This design comes from an exercise in tuning for small area, a short achievable clock period and few clock cycles per item on the open sky130 flow, not from production work. Function was checked by simulation only, so behaviour that the tests miss may differ from the original. Power figures rest on the tool's default switching activity, not on a simulated workload.

`flow/run.sh`:
```
#!/bin/bash
# Standard layout with three changes:
#  - the port buffers of buffer_ports are buf_4,
#  - timing repair aims at a setup slack of 8.55 ns (the design runs well
#    below the 12 ns clock),
#  - clock tree synthesis adds no dummy loads.
export BUFFER_PORTS_ARGS="-buffer_cell sky130_fd_sc_hd__buf_4"
export SETUP_SLACK_MARGIN=8.55
export CTS_ARGS="-sink_clustering_enable -repair_clock_nets -sink_clustering_size 25 -sink_clustering_max_diameter 80 -dont_use_dummy_load"
bash standard.sh > standard.log 2>&1
```
`standard.sh`:
```
#!/bin/bash
# synth_recipe.tcl (not shown) runs the flow's synth.tcl, then flattens the netlist and writes it again
# the make line also repeats each setting of config.mk as NAME=value (left out here)
make -C /OpenROAD-flow-scripts/flow DESIGN_CONFIG=/design/flow/config.mk WORK_HOME=/design/flow/orfs CLKGATE_MAP_FILE= SYNTH_SCRIPT=/design/flow/synth_recipe.tcl "${@:-finish}"
```
`config.mk`:
```
export PLATFORM = sky130hd
export DESIGN_NAME = rs_col_decoder
export DESIGN_NICKNAME = rs_col_decoder
export VERILOG_FILES = /design/flow/design.v
export SDC_FILE = /design/flow/constraint.sdc
export NUM_CORES = 8
export LEC_CHECK = 0
export CAP_MARGIN = 20
export CORE_MARGIN = 2
export CORE_UTILIZATION = 70
export CTS_CLUSTER_DIAMETER = 80
export CTS_CLUSTER_SIZE = 25
export SLEW_MARGIN = 20
```
`constraint.sdc`:
```
create_clock -name core_clock -period 12.0 [get_ports {clk}]
set_input_delay 2.4000 -clock core_clock [delete_from_list [all_inputs] [get_ports {clk}]]
set_output_delay 2.4000 -clock core_clock [all_outputs]
set_load 0.01 [all_outputs]
```
`design.v`:
```
module rs_gf_mul (
    input  wire [7:0] a,
    input  wire [7:0] b,
    output wire [7:0] p
);
    reg [14:0] t;
    integer i;
    always @* begin
        t = 15'd0;
        for (i = 0; i < 8; i = i + 1)
            if (b[i]) t = t ^ ({7'd0, a} << i);
        for (i = 14; i >= 8; i = i - 1)
            if (t[i]) t = t ^ (15'h011d << (i - 8));
    end
    assign p = t[7:0];
endmodule
module rs_gf_inv1 (
    input  wire [7:0]  a,
    output reg  [11:0] q
);
    function [3:0] m16(input [3:0] p, input [3:0] r);
        reg [6:0] t;
        integer i;
        begin
            t = 7'd0;
            for (i = 0; i < 4; i = i + 1)
                if (r[i]) t = t ^ ({3'd0, p} << i);
            for (i = 6; i >= 4; i = i - 1)
                if (t[i]) t = t ^ (7'h13 << (i - 4));
            m16 = t[3:0];
        end
    endfunction
    reg [7:0] b;
    reg [3:0] s1, s0;
    always @* begin
        b[0] = a[0] ^ a[1] ^ a[2] ^ a[3] ^ a[6];
        b[1] = a[1] ^ a[2] ^ a[4] ^ a[6] ^ a[7];
        b[2] = a[4] ^ a[5];
        b[3] = a[3] ^ a[4] ^ a[6];
        b[4] = a[4] ^ a[7];
        b[5] = a[1] ^ a[3] ^ a[4];
        b[6] = a[2] ^ a[5] ^ a[6];
        b[7] = a[5];
        s1[0] = b[6];
        s1[1] = b[5] ^ b[6] ^ b[7];
        s1[2] = b[5];
        s1[3] = b[4] ^ b[6] ^ b[7];
        s0[0] = b[0] ^ b[2];
        s0[1] = b[2];
        s0[2] = b[1] ^ b[3];
        s0[3] = b[3];
        q = {s1 ^ s0 ^ m16(b[7:4], b[3:0]), b};
    end
endmodule
module rs_gf_inv2 (
    input  wire [11:0] q,
    output reg  [7:0]  inv
);
    function [3:0] m16(input [3:0] p, input [3:0] r);
        reg [6:0] t;
        integer i;
        begin
            t = 7'd0;
            for (i = 0; i < 4; i = i + 1)
                if (r[i]) t = t ^ ({3'd0, p} << i);
            for (i = 6; i >= 4; i = i - 1)
                if (t[i]) t = t ^ (7'h13 << (i - 4));
            m16 = t[3:0];
        end
    endfunction
    reg [7:0] b, c;
    reg [3:0] di;
    always @* begin
        b = q[7:0];
        case (q[11:8])
            4'h0: di = 4'h0;
            4'h1: di = 4'h1;
            4'h2: di = 4'h9;
            4'h3: di = 4'he;
            4'h4: di = 4'hd;
            4'h5: di = 4'hb;
            4'h6: di = 4'h7;
            4'h7: di = 4'h6;
            4'h8: di = 4'hf;
            4'h9: di = 4'h2;
            4'ha: di = 4'hc;
            4'hb: di = 4'h5;
            4'hc: di = 4'ha;
            4'hd: di = 4'h4;
            4'he: di = 4'h3;
            4'hf: di = 4'h8;
            default: di = 4'h0;
        endcase
        c = {m16(b[7:4], di), m16(b[7:4] ^ b[3:0], di)};
        inv[0] = c[0] ^ c[2] ^ c[5] ^ c[6];
        inv[1] = c[1] ^ c[4] ^ c[6] ^ c[7];
        inv[2] = c[1] ^ c[3] ^ c[4] ^ c[5];
        inv[3] = c[1] ^ c[2] ^ c[4] ^ c[5] ^ c[6];
        inv[4] = c[2] ^ c[7];
        inv[5] = c[7];
        inv[6] = c[1] ^ c[3] ^ c[4] ^ c[5] ^ c[6] ^ c[7];
        inv[7] = c[2] ^ c[4] ^ c[7];
    end
endmodule
module rs_col_decoder (
    input  wire       clk,
    input  wire       rst,
    input  wire       in_valid,
    output wire       in_ready,
    input  wire [7:0] in_data,
    input  wire       in_erase,
    output reg        corr_valid,
    output reg  [7:0] corr_pos,
    output reg  [7:0] corr_val,
    output reg        res_valid,
    output reg        res_fail
);
    localparam integer M  = 7;      
    localparam integer N  = 35;     
    localparam integer D  = 33;     
    localparam [33*8-1:0] POWJ = {8'h9d, 8'hc0, 8'h60, 8'h30, 8'h18, 8'h0c, 8'h06, 8'h03, 8'h8f, 8'hc9, 8'hea, 8'h75, 8'hb4, 8'h5a, 8'h2d, 8'h98, 8'h4c, 8'h26, 8'h13, 8'h87, 8'hcd, 8'he8, 8'h74, 8'h3a, 8'h1d, 8'h80, 8'h40, 8'h20, 8'h10, 8'h08, 8'h04, 8'h02, 8'h01};
    localparam [7:0] ALPHA_247 = 8'h83;    
    localparam [7:0] ALPHA_INV = 8'h8e;    
    function [7:0] xa1(input [7:0] v);
        xa1 = {v[6:0], 1'b0} ^ (v[7] ? 8'h1d : 8'h00);
    endfunction
    function [63:0] mat(input [7:0] v);
        reg [7:0] t;
        integer q;
        begin
            t = v;
            for (q = 0; q < 8; q = q + 1) begin
                mat[8*q +: 8] = t;
                t = xa1(t);
            end
        end
    endfunction
    function [7:0] mmul(input [63:0] m, input [7:0] x);
        integer q;
        begin
            mmul = 8'd0;
            for (q = 0; q < 8; q = q + 1)
                mmul = mmul ^ (m[8*q +: 8] & {8{x[q]}});
        end
    endfunction
    integer i;
    genvar g;
    reg        rdy;
    reg  [7:0] cnt_a;       
    reg  [7:0] xa;          
    reg  [5:0] ecnt_a;      
    assign in_ready = rdy;
    wire       accept = in_valid & rdy;
    wire       firstpos = (cnt_a == 8'd0);
    wire       lastpos  = (cnt_a == 8'd247);
    wire [5:0] ecnt_n = firstpos ? {5'd0, in_erase} :
                        (in_erase && ecnt_a != 6'd33) ? ecnt_a + 6'd1 : ecnt_a;
    wire [7:0] xa_next;
    rs_gf_mul u_xa (.a(xa), .b(ALPHA_INV), .p(xa_next));
    reg  [7:0] s1 [0:31];
    reg        s2_idle;
    wire       hand  = accept & lastpos;
    wire [7:0] s1_mul [0:31];
    generate
        for (g = 0; g < 32; g = g + 1) begin : g_syn
            rs_gf_mul u_mul (.a(s1[g]), .b(POWJ[8*g +: 8]), .p(s1_mul[g]));
        end
    endgenerate
    reg  [7:0] fq [0:D-1];
    reg  [5:0] occ, occm1;
    wire [7:0] fq_old = fq[occm1];
    wire       push   = accept & in_erase & (firstpos | (ecnt_a < 6'd32));
    wire       pop;
    wire [5:0] occ_np = pop ? occm1 : occ;           
    wire [5:0] occ_pp = pop ? occ : occ + 6'd1;      
    wire [5:0] occ_next = push ? occ_pp : occ_np;
    wire       fifo_ok  = push ? (occ_pp <= D - 1) : (occ_np <= D - 1);
    localparam [2:0] K_IDLE = 3'd0, K_START = 3'd1, K_START2 = 3'd2, K_LOAD = 3'd3, K_BM = 3'd4,
                     K_OM = 3'd5, K_DONE = 3'd6;
    reg  [2:0] kst;
    reg  [4:0] ph;           
    reg  [4:0] it;           
    reg        itl;          
    reg  [5:0] f2;           
    reg  [5:0] f2e;          
    reg  [5:0] L2;
    reg  signed [6:0] k2;
    reg  [63:0] gm, dm;      
    reg  [7:0]  dv;          
    reg  [7:0]  gsrc, dsrc;  
    reg         gld, dld;    
    reg  [7:0] dnx;          
    reg  [7:0] xn;           
    reg        ers, chg, ersn, chgn;
    reg        m_ld, m_bm, m_om, m_dn;
    reg        k_d1, k_t0;                  
    reg        a_s;                         
    reg        k_ok, tuse;
    reg  [6:0] zln;          
    reg  [4:0] zch;          
    reg  [6:0] la, lb;       
    reg  [4:0] ca, cb;       
    reg  [7:0] capa, capb;   
    reg  [7:0] cs1, cs2;     
    reg  [8*N-1:0] dr, tr, sr;    
    wire   ph0  = ph[0];
    wire   ph4  = ph[4];
    wire   zhit = |(zch & ph);
    wire [7:0] dn_l [0:M-1];
    wire [7:0] dnew [0:M-1];
    wire [7:0] tnew [0:M-1];
    wire [7:0] snew [0:M-1];
    generate
        for (g = 0; g < M; g = g + 1) begin : g_lane
            wire [7:0] rd0 = dr[8*g +: 8];
            wire [7:0] rd1 = dr[8*(g+1) +: 8];
            wire [7:0] rt0 = tr[8*g +: 8];
            wire [7:0] rs0 = sr[8*g +: 8];
            wire [7:0] rs1 = sr[8*(g+1) +: 8];
            wire [7:0] tm1, tm2;
            if (g == 0) begin : g_c0
                assign tm1 = cs1;
                assign tm2 = cs2;
            end else if (g == 1) begin : g_c1
                assign tm1 = sr[8*(g-1) +: 8];
                assign tm2 = cs1;
            end else begin : g_cn
                assign tm1 = sr[8*(g-1) +: 8];
                assign tm2 = sr[8*(g-2) +: 8];
            end
            wire       m31 = (g == 3) ? (m_ld & ph4) : 1'b0;
            wire [7:0] opa = ({8{a_s}} & rs0) | ({8{m_bm}} & rd1);
            wire [7:0] opb = ({8{m_om}} & tm1) | ({8{m_bm}} & rt0);
            wire [7:0] dn  = mmul(gm, opa) ^ mmul(dm, opb);
            assign dn_l[g] = dn;
            wire       z   = zhit & zln[g];
            wire [7:0] tkp = ({8{k_d1}} & rd1) | ({8{k_t0}} & rt0);
            assign tnew[g] = ({8{~z | k_ok}} & tkp) ^ ({8{tuse & (~z | k_ok) & ~m31}} & dn);
            if (g == 5) begin : g_pad
                assign dnew[g] = m_bm ? (ph4 ? 8'd0 : dn) : (m_ld ? dn : rd0);
            end else begin : g_npad
                assign dnew[g] = (m_bm | m_ld) ? dn : rd0;
            end
            assign snew[g] = m_om ? tm2 : rs0;
        end
    endgenerate
    wire [7:0] ha, hb;
    reg  [7:0] ha_r, hb_r;
    always @* begin
        ha_r = 8'd0;
        hb_r = 8'd0;
        for (i = 0; i < M; i = i + 1) begin
            ha_r = ha_r | ({8{la[i]}} & dr[8*i +: 8]);
            hb_r = hb_r | ({8{lb[i]}} & dr[8*i +: 8]);
        end
    end
    assign ha = ha_r;
    assign hb = hb_r;
    always @* begin
        gld  = 1'b0;
        dld  = 1'b0;
        gsrc = capa;
        dsrc = capb;
        case (kst)
        K_START2: begin
            gld  = 1'b1;
            dld  = 1'b1;
            gsrc = 8'h01;
            dsrc = (f2e != 6'd0) ? xn : s1[0];
        end
        K_BM: if (ph4) begin
            gld  = itl || (!ers && chg);
            dld  = 1'b1;
            gsrc = itl ? capa : dv;
            dsrc = itl ? capb : (ersn ? xn : dnx);
        end
        K_OM: if (ph4) begin
            gld  = 1'b1;
            dld  = 1'b1;
            gsrc = ca[4] ? ha : capa;
            dsrc = cb[4] ? hb : capb;
        end
        default: ;
        endcase
    end
    assign pop = ((kst == K_START) && (f2e != 6'd0)) ||
                 (m_bm && ph4 && !itl && ersn);
    wire kge_n = ers ? 1'b1 : (chg ? 1'b0 : (k2 >= -7'sd1));
    reg  [7:0] lc [0:32];      
    reg  [7:0] wc [0:31];      
    reg        act3, pl3;
    reg  [7:0] pos3;       
    reg  [5:0] cnt3;
    reg        over3, bad3;
    wire       s3_ready = ~act3 | pl3;
    wire       load3    = m_dn && ph0 && s3_ready;
    wire [7:0] lc_step [0:32];
    wire [7:0] wc_step [0:31];
    generate
        for (g = 0; g < 33; g = g + 1) begin : g_chl
            rs_gf_mul u_ms (.a(lc[g]), .b(POWJ[8*g +: 8]), .p(lc_step[g]));
        end
        for (g = 0; g < 32; g = g + 1) begin : g_cho
            rs_gf_mul u_ms (.a(wc[g]), .b(POWJ[8*(g+1) +: 8]), .p(wc_step[g]));
        end
    endgenerate
    reg [7:0] lam_sum, lam_odd, om_sum;
    always @* begin
        lam_sum = 8'd0;
        lam_odd = 8'd0;
        om_sum  = 8'd0;
        for (i = 0; i < 33; i = i + 1) begin
            lam_sum = lam_sum ^ lc[i];
            if (i % 2 == 1) lam_odd = lam_odd ^ lc[i];
        end
        for (i = 0; i < 32; i = i + 1) om_sum = om_sum ^ wc[i];
    end
    wire root  = act3 && (lam_sum == 8'd0);
    wire fin3  = act3 && pl3;
    wire fail3 = bad3 | over3 | (root ? (cnt3 != 6'd1) : (cnt3 != 6'd0));
    reg        p1v, pav, p2v;
    reg  [7:0] p1odd, p1om, paom, p2inv, p2om;
    reg  [11:0] paq;
    reg        ld1, ld2, ld3, ld4;  
    reg        r1v, r1f, rav, raf, r2v, r2f;
    wire [11:0] odd_q;
    wire [7:0] odd_inv;
    wire [7:0] err_val;
    rs_gf_inv1 u_inv1 (.a(p1odd), .q(odd_q));
    rs_gf_inv2 u_inv2 (.q(paq), .inv(odd_inv));
    rs_gf_mul u_forney (.a(p2om), .b(p2inv), .p(err_val));
    always @(posedge clk) begin
        dr <= {dnew[6], dnew[5], dnew[4], dnew[3], dnew[2], dnew[1], dnew[0], dr[8*N-1:8*M]};
        tr <= {tnew[6], tnew[5], tnew[4], tnew[3], tnew[2], tnew[1], tnew[0], tr[8*N-1:8*M]};
        if (kst == K_START2) begin
            for (i = 0; i < N; i = i + 1)
                sr[8*i +: 8] <= (i < 32) ? s1[i] : ((i == 32) ? 8'h01 : 8'h00);
        end else begin
            sr <= {snew[6], snew[5], snew[4], snew[3], snew[2], snew[1], snew[0], sr[8*N-1:8*M]};
        end
        cs1 <= ph4 ? 8'd0 : sr[8*(M-1) +: 8];
        cs2 <= ph4 ? 8'd0 : sr[8*(M-2) +: 8];
        if (accept) begin
            for (i = 0; i < 32; i = i + 1)
                s1[i] <= (firstpos ? 8'd0 : s1_mul[i]) ^ in_data;
        end
        if (push) begin
            fq[0] <= xa;
            for (i = 1; i < D; i = i + 1) fq[i] <= fq[i-1];
        end
        if (hand) begin
            f2  <= ecnt_n;
            f2e <= (ecnt_n > 6'd32) ? 6'd32 : ecnt_n;
        end
        if (gld) gm <= mat(gsrc);
        if (dld) begin
            dm <= mat(dsrc);
            dv <= dsrc;
        end
        if (kst == K_START) xn <= fq_old;
        if (m_bm && ph[3] && ersn) xn <= fq_old;    
        if (m_bm && ph0) dnx <= dn_l[0];
        if (m_bm && ph[1]) chgn <= (dnx != 8'd0) && kge_n;
        if (m_bm && ph0) ersn <= ({1'b0, it} + 6'd1 < f2e);
        if (m_bm && ph0) begin
            capa <= dn_l[0];
            capb <= dn_l[1];
        end else if (m_om) begin
            if (|(ca & ph)) capa <= ha;
            if (|(cb & ph)) capb <= hb;
        end
        case (kst)
        K_START2: begin
            k2   <= 7'sd0;
            L2   <= f2e;
            ers  <= (f2e != 6'd0);
            chg  <= (f2e == 6'd0) && (s1[0] != 8'd0);
            ersn <= (f2e > 6'd1);
            zln  <= 7'b0000100;          
            zch  <= 5'b10000;
        end
        K_BM: if (ph4) begin
            if (!ers) begin
                if (chg) begin
                    k2 <= -k2 - 7'sd1;
                    L2 <= {1'b0, it} + 6'd1 + f2e - L2;
                end else begin
                    k2 <= k2 + 7'sd1;
                end
            end
            ers <= ersn;
            chg <= chgn;
            if (itl) begin
                la <= 7'b0000100;        
                ca <= 5'b00001;
                lb <= 7'b0001000;        
                cb <= 5'b00001;
            end
            if (zln[0]) begin
                zln <= 7'b1000000;
                zch <= {1'b0, zch[4:1]};
            end else begin
                zln <= {1'b0, zln[6:1]};
            end
        end
        K_OM: if (ph4) begin
            la <= {la[4:0], la[6:5]};
            if (la[5] || la[6]) ca <= {ca[3:0], 1'b0};
            lb <= {lb[4:0], lb[6:5]};
            if (lb[5] || lb[6]) cb <= {cb[3:0], 1'b0};
        end
        default: ;
        endcase
        if (load3) begin
            for (i = 0; i < 33; i = i + 1) lc[i] <= dr[8*(32-i) +: 8];
            for (i = 0; i < 32; i = i + 1) wc[i] <= tr[8*(31-i) +: 8];
            cnt3  <= L2;
            over3 <= 1'b0;
            bad3  <= (f2 > 6'd32) || ({L2, 1'b0} > {1'b0, f2} + 7'd32);
        end else begin
            for (i = 0; i < 33; i = i + 1) lc[i] <= lc_step[i];
            for (i = 0; i < 32; i = i + 1) wc[i] <= wc_step[i];
            if (root) begin
                cnt3 <= cnt3 - 6'd1;
                if (cnt3 == 6'd0) over3 <= 1'b1;
            end
        end
        p1odd <= lam_odd;
        p1om  <= om_sum;
        paq   <= odd_q;
        paom  <= p1om;
        p2inv <= odd_inv;
        p2om  <= paom;
        corr_pos <= ld4 ? 8'd247 : corr_pos - 8'd1;
        ld1 <= load3;
        ld2 <= ld1;
        ld3 <= ld2;
        ld4 <= ld3;
        corr_val <= err_val;
        r1f <= fail3;
        raf <= r1f;
        r2f <= raf;
        res_fail <= r2f;
        if (rst) begin
            rdy     <= 1'b1;
            cnt_a   <= 8'd0;
            xa      <= ALPHA_247;
            ecnt_a  <= 6'd0;
            occ     <= 6'd0;
            occm1   <= 6'd63;
            kst     <= K_IDLE;
            s2_idle <= 1'b1;
            m_ld    <= 1'b0;
            a_s     <= 1'b0;
            m_bm    <= 1'b0;
            m_om    <= 1'b0;
            m_dn    <= 1'b0;
            ph      <= 5'b00001;
            it      <= 5'd0;
            act3    <= 1'b0;
            p1v     <= 1'b0;
            pav     <= 1'b0;
            p2v     <= 1'b0;
            r1v     <= 1'b0;
            rav     <= 1'b0;
            r2v     <= 1'b0;
            corr_valid <= 1'b0;
            res_valid  <= 1'b0;
        end else begin
            if (accept) begin
                cnt_a  <= lastpos ? 8'd0 : cnt_a + 8'd1;
                xa     <= lastpos ? ALPHA_247 : xa_next;
                ecnt_a <= ecnt_n;
            end
            rdy <= ~(accept && lastpos) &&
                   ~(accept ? ((cnt_a == 8'd246) && ~((s2_idle && !lastpos) || (m_dn && load3)))
                            : (lastpos && ~(s2_idle || (m_dn && load3)))) &&
                   fifo_ok;
            occ   <= occ_next;
            occm1 <= push ? (pop ? occm1 : occ) : (pop ? occm1 - 6'd1 : occm1);
            ph <= {ph[3:0], ph[4]};
            case (kst)
            K_IDLE: if (hand) begin
                kst     <= K_START;
                s2_idle <= 1'b0;
            end
            K_START: kst <= K_START2;
            K_START2: begin
                kst  <= K_LOAD;
                m_ld <= 1'b1;
                ph   <= 5'b00001;
                it   <= 5'd0;
                itl  <= 1'b0;
                a_s  <= 1'b1;
                k_d1 <= 1'b0;
                k_t0 <= 1'b0;
                k_ok <= 1'b1;
                tuse <= 1'b1;
            end
            K_LOAD: if (ph4) begin
                kst  <= K_BM;
                m_ld <= 1'b0;
                m_bm <= 1'b1;
                a_s  <= 1'b0;
                k_d1 <= !ers && chg;
                k_t0 <= !ers && !chg;
                k_ok <= 1'b0;
                tuse <= ers;
            end
            K_BM: if (ph4) begin
                it  <= it + 5'd1;
                itl <= (it == 5'd30);
                if (itl) begin
                    kst  <= K_OM;
                    m_bm <= 1'b0;
                    m_om <= 1'b1;
                    a_s  <= 1'b1;
                    it   <= 5'd0;
                    k_d1 <= 1'b0; k_t0 <= 1'b0;
                    k_ok <= 1'b1;
                    tuse <= 1'b1;
                end else begin
                    k_d1 <= !ersn && chgn;
                    k_t0 <= !ersn && !chgn;
                    tuse <= ersn;
                end
            end
            K_OM: if (ph4) begin
                it  <= it + 5'd1;
                itl <= (it == 5'd14);
                k_t0 <= 1'b1;
                if (itl) begin
                    kst  <= K_DONE;
                    m_om <= 1'b0;
                    a_s  <= 1'b0;
                    m_dn <= 1'b1;
                    tuse <= 1'b0;
                end
            end
            K_DONE: if (load3) begin
                kst     <= K_IDLE;
                s2_idle <= 1'b1;
                m_dn    <= 1'b0;
            end
            default: kst <= K_IDLE;
            endcase
            if (load3) begin
                act3 <= 1'b1;
                pos3 <= 8'd0;
                pl3  <= 1'b0;
            end else if (act3) begin
                pos3 <= pos3 + 8'd1;
                pl3  <= (pos3 == 8'd246);
                if (pl3) act3 <= 1'b0;
            end
            p1v <= root;
            pav <= p1v && (p1om != 8'd0) && (p1odd != 8'd0);
            p2v <= pav;
            corr_valid <= p2v;
            r1v <= fin3;
            rav <= r1v;
            r2v <= rav;
            res_valid <= r2v;
        end
    end
endmodule
```
==> flow_summary.rst <==
.. list-table::
   :header-rows: 1

   * - Metric
     - Value
   * - Weighted congestion at the end of routability-driven global placement
     - 1.06
   * - Clock tree from TritonCTS
     - built
   * - CTS Buffer Depth
     - 3
   * - Number of levels the H-tree was split into
     - 3
   * - Combinational share of power
     - 50.2%
   * - GRT met3 Usage
     - 11.6%
   * - Worst path top cell family by delay
     - flip-flops
   * - Master cell of the clock root buffer
     - sky130_fd_sc_hd__clkbuf_16
   * - First-pass GRT wire length
     - 469 mm
   * - Number of buffer and inverter stages on the critical path
     - 1
   * - Clock Sinks
     - 2212
   * - Number of synthesized flops with an enable pin
     - 736
   * - Fmax
     - 274 MHz
   * - Clock group share of total power
     - 11.4%
   * - Aggregate global routing overflow
     - 0
   * - Number of buffer cells added on primary ports
     - 31
   * - Setup repair after global routing missed its margin
     - yes
   * - Total number of yosys warnings
     - 12
   * - Clock slew at the register clock pins of the worst setup and hold paths
     - 0.09 ns
   * - Post-route clock skew
     - 0.115 ns
   * - Die extent in x
     - 389 um
   * - Category of the worst setup path launch point
     - register
   * - Sequential area share after synthesis
     - 49.7%
   * - Core box area
     - 148000 sq um
   * - Area after detailed placement
     - 106000 sq um
   * - Pre-antenna DRT Iters
     - 8
   * - Maximum number of pins on one net before global-route repair
     - 224
   * - Minimum clock period after layout
     - 3.65 ns
   * - Fraction of met2 tracks used by global routing
     - 63.4%
   * - Quantity of hold-fixing buffers added after cts
     - 0
   * - Number of nets with antenna violations after routing
     - 0
   * - Top flip-flop cell by instance count after synthesis
     - sky130_fd_sc_hd__dfxtp_1
   * - Unique cell type count in the Yosys netlist
     - 81
   * - Total Wirelength
     - 323 mm
   * - Netlist area before placement
     - 104000 sq um
   * - Setup violations, final
     - 0
   * - Sw power
     - 13.7 mW
   * - Overall die height
     - 389 um
   * - Iter 0 DRT Violations
     - 9669
   * - Count of pins over their slew limit
     - 0
   * - Power Total
     - 33.9 mW
   * - Total count of hold-check failures in the final report
     - 0
   * - Net count after synthesis
     - 10.7k
   * - Power Dens Cells
     - 310 nW/um^2
   * - Critical Path RT
     - 9.60 ns
   * - Vias in the first global route
     - 72.2k
   * - Number of CTS-inserted buffers
     - 108
   * - Slew of the pin with the lowest slew margin
     - 1.22 ns
   * - Fraction of final layout cells sized beyond drive strength 1
     - 4.40%
   * - Non-Filler Cell Area, Final
     - 109000 sq um
   * - Endpoint kind of the worst setup timing path
     - primary output
   * - Share of flip-flops with an asynchronous set or reset after synthesis
     - 0%
   * - Number of antenna violations at the first check in global routing
     - 27
   * - Longest individual stage delay on the worst path
     - 0.39 ns
   * - Wire length per cell
     - 26.3 um
   * - Total global-route track usage
     - 41.8%
   * - DR vias
     - 75.3k
   * - # rows
     - 141
   * - Detailed Place HPWL
     - 224 mm
   * - Via/cell ratio
     - 6.13
   * - Max transition margin
     - 18.2%
   * - Met1 layer usage reported by global route
     - 52.4%
   * - Worst IR Drop VDD
     - 0.464 mV
   * - Final Cycle Share
     - 30.4%
   * - Status
     - complete, no violations
   * - DRC violations left
     - 0
   * - Share of total power in sequential cells
     - 38.4%
   * - Proportion of total power due to net switching
     - 40.4%
   * - Post-Route Setup TNS
     - 0 ns
   * - Cell internal pwr
     - 20.2 mW
   * - Number of synthesized register bits
     - 2212
   * - Initial Util
     - 70.4%
   * - Average cell area after synthesis
     - 9.81 sq um
   * - P_leak
     - 39.2 nW
   * - Area of the die
     - 152000 sq um
   * - Critical Path, Cell by Cell
     - buf_6
   * - Clk latency of the worst-skew pair
     - 0.78 ns
   * - CP arrival
     - 1.25 ns
   * - Total number of nets in the final design
     - 10.4k
   * - Hold WC Path Type
     - register to register
   * - Boundary Pins
     - 32
   * - Layout overhead on the synthesized area
     - 5.13%
   * - Post-synthesis cell count
     - 10.6k
   * - GRT Max-Usage Layer
     - met2
   * - Cell at the slowest stage of the critical path
     - sky130_fd_sc_hd__dfxtp_4
   * - Max-cap violations
     - 0
   * - Critical path class
     - register to primary output
   * - CP max FO
     - 2
==> synth_stat cells, drive strengths merged (42+ instances only) <==
master / count / area [sq um]
ha: 46 / 576
clkbuf: 461 / 1740
xnor2: 2263 / 19900
a21oi: 293 / 1470
o21ai: 266 / 1330
inv: 97 / 364
a22oi: 116 / 871
mux2: 62 / 698
a221oi: 42 / 393
and3: 58 / 363
nand2: 2475 / 9290
nor2: 565 / 2120
nor3: 121 / 606
xor2: 789 / 6930
a22o: 164 / 1440
edfxtp: 736 / 22100
dfxtp: 1476 / 29500
mux2i: 94 / 941
buf: 78 / 324
==> cell usage in the layout (no fill, tap or decap), drive strengths merged, types with 18 or more instances in the layout <==
master,n
and2,39
a211oi,18
edfxtp,736
diode,21
nand2b,25
nand4,25
o21a,36
mux2i,94
nand3,34
o31ai,30
a222oi,24
buf,152
inv,99
mux2,62
nor2,565
xor2,789
xnor2,2263
and3,58
a22o,164
clkbuf,108
o21ai,266
dfxtp,1476
ha,46
a221oi,42
nand2,2475
a22oi,116
nor3,121
nor2b,39
a21oi,293
==> through the flow <==
step | cells | hold slack, ns | setup WS, ns | util (%)
after floorplan | 10604 | 0.310 | 8.03 | -
after global placement | 12118 | 0.311 | 6.48 | 71.4
after detailed placement | 12119 | 0.312 | 6.39 | 71.5
after CTS | 12242 | 0.313 | 8.32 | 73.8
after global routing | 12260 | 0.315 | 8.33 | 74.0
final | 12281 | 0.320 | 8.35 | 74.1
==> power groups by stage <==
stage	logic [mW]	clock network [mW]	registers, mW
final	17.0	3.87	13.0
after global placement	16.2	0	13.0
after detailed placement	16.7	0	13.0
after global routing	18.5	4.12	13.1
after floorplan	13.7	0	11.8
after CTS	16.9	3.88	12.9
==> cells by family after synthesis <==
| kind of cell | Yosys count | share of synthesized area, % |
|---|---|---|
| flops | 2212 | 49.7 |
| simple gates | 3424 | 13.1 |
| compound gates | 1064 | 6.69 |
| mux | 157 | 1.60 |
| buf+inv | 637 | 2.33 |
| xor+xnor | 3059 | 25.9 |
| fa+ha+maj | 51 | 0.650 |
==> metal layers <==
metal	vias to the layer above	routed length, um	part of all wire [%]
li1	33746	-	-
met2	4473	140000	43
met3	1287	36900	11
met1	35797	119000	37
met5	-	180	0.056
met4	18	26900	8.3
==> sequential cells by signal, summed over array words and instances, names as in the netlist, 29 cells and up <==
| signal | cells |
|---|---|
| dr | 280 |
| sr | 280 |
| fq | 264 |
| s1 | 256 |
| wc | 256 |
| dm | 29 |
| gm | 29 |
| tr | 280 |
| lc | 264 |
==> repair_timing <==
| item | CTS | global route |
|---|---|---|
| gates resized for setup | 108 | 42 |
| gates cloned | 4 | 1 |
| setup buffers | 11 | 17 |
| pin swaps | 2 | 6 |
| setup endpoints to repair | 935 | 464 |
==> worst paths after layout <==
path / cells past startpoint / startpoint / to / slack, ns
setup / recovery: 1 / rdy$_SDFF_PP1_ / in_ready / 8.35
hold / removal: 0 / tr[279]$_DFF_P_ / tr[223]$_DFF_P_ / 0.32
setup reg to reg: 8 / gm[49]$_DFFE_PP_ / tr[239]$_DFF_P_ / 8.44
hold reg to reg: 0 / tr[279]$_DFF_P_ / tr[223]$_DFF_P_ / 0.32
==> layout make-up <==
class | count | area, sq um
repair buffers | 154 | 1520
clock buffers | 108 | 2700
diodes | 21 | 52.6
fillers | 10580 | 38300
repair inverters | 3 | 28.8
flip-flops and latches | 2212 | 51700
well taps | 1930 | 2410
inverters | 98 | 439
multi-input cells | 7755 | 50500
Testbench counts, summed over its fixed seeds: cycles 203,246, columns 800.

-- static timing again, ports no longer ideal --
How much do the figures lean on ideal ports? The routed layout below was timed once more, with nothing changed but the port constraints. Step 1 (the two cells are an assumption about what drives the block):
set clk [get_ports {clk}]
set_driving_cell -lib_cell sky130_fd_sc_hd__clkbuf_16 $clk
set_driving_cell -lib_cell sky130_fd_sc_hd__buf_2 [delete_from_list [all_inputs] $clk]
Step 2, shift: input delay + t, output delay - t, t = (earliest + latest rising clock arrival at the registers) / 2. This alone moves slack from input paths to output paths. Slacks: ideal ports / drivers / drivers and shift; pairs: ideal ports / drivers.
shift t [ns]: 0.812
setup WS [ns]: 8.352 / 8.263 / 7.959
worst setup path after step 2: input to register
latest minus earliest clock arrival (ns): 0.116 / 0.116
After both steps setup and hold are still met in this run. For this run, drivers alone change the setup slack by -0.089 ns; drivers and shift together by -0.393 ns.
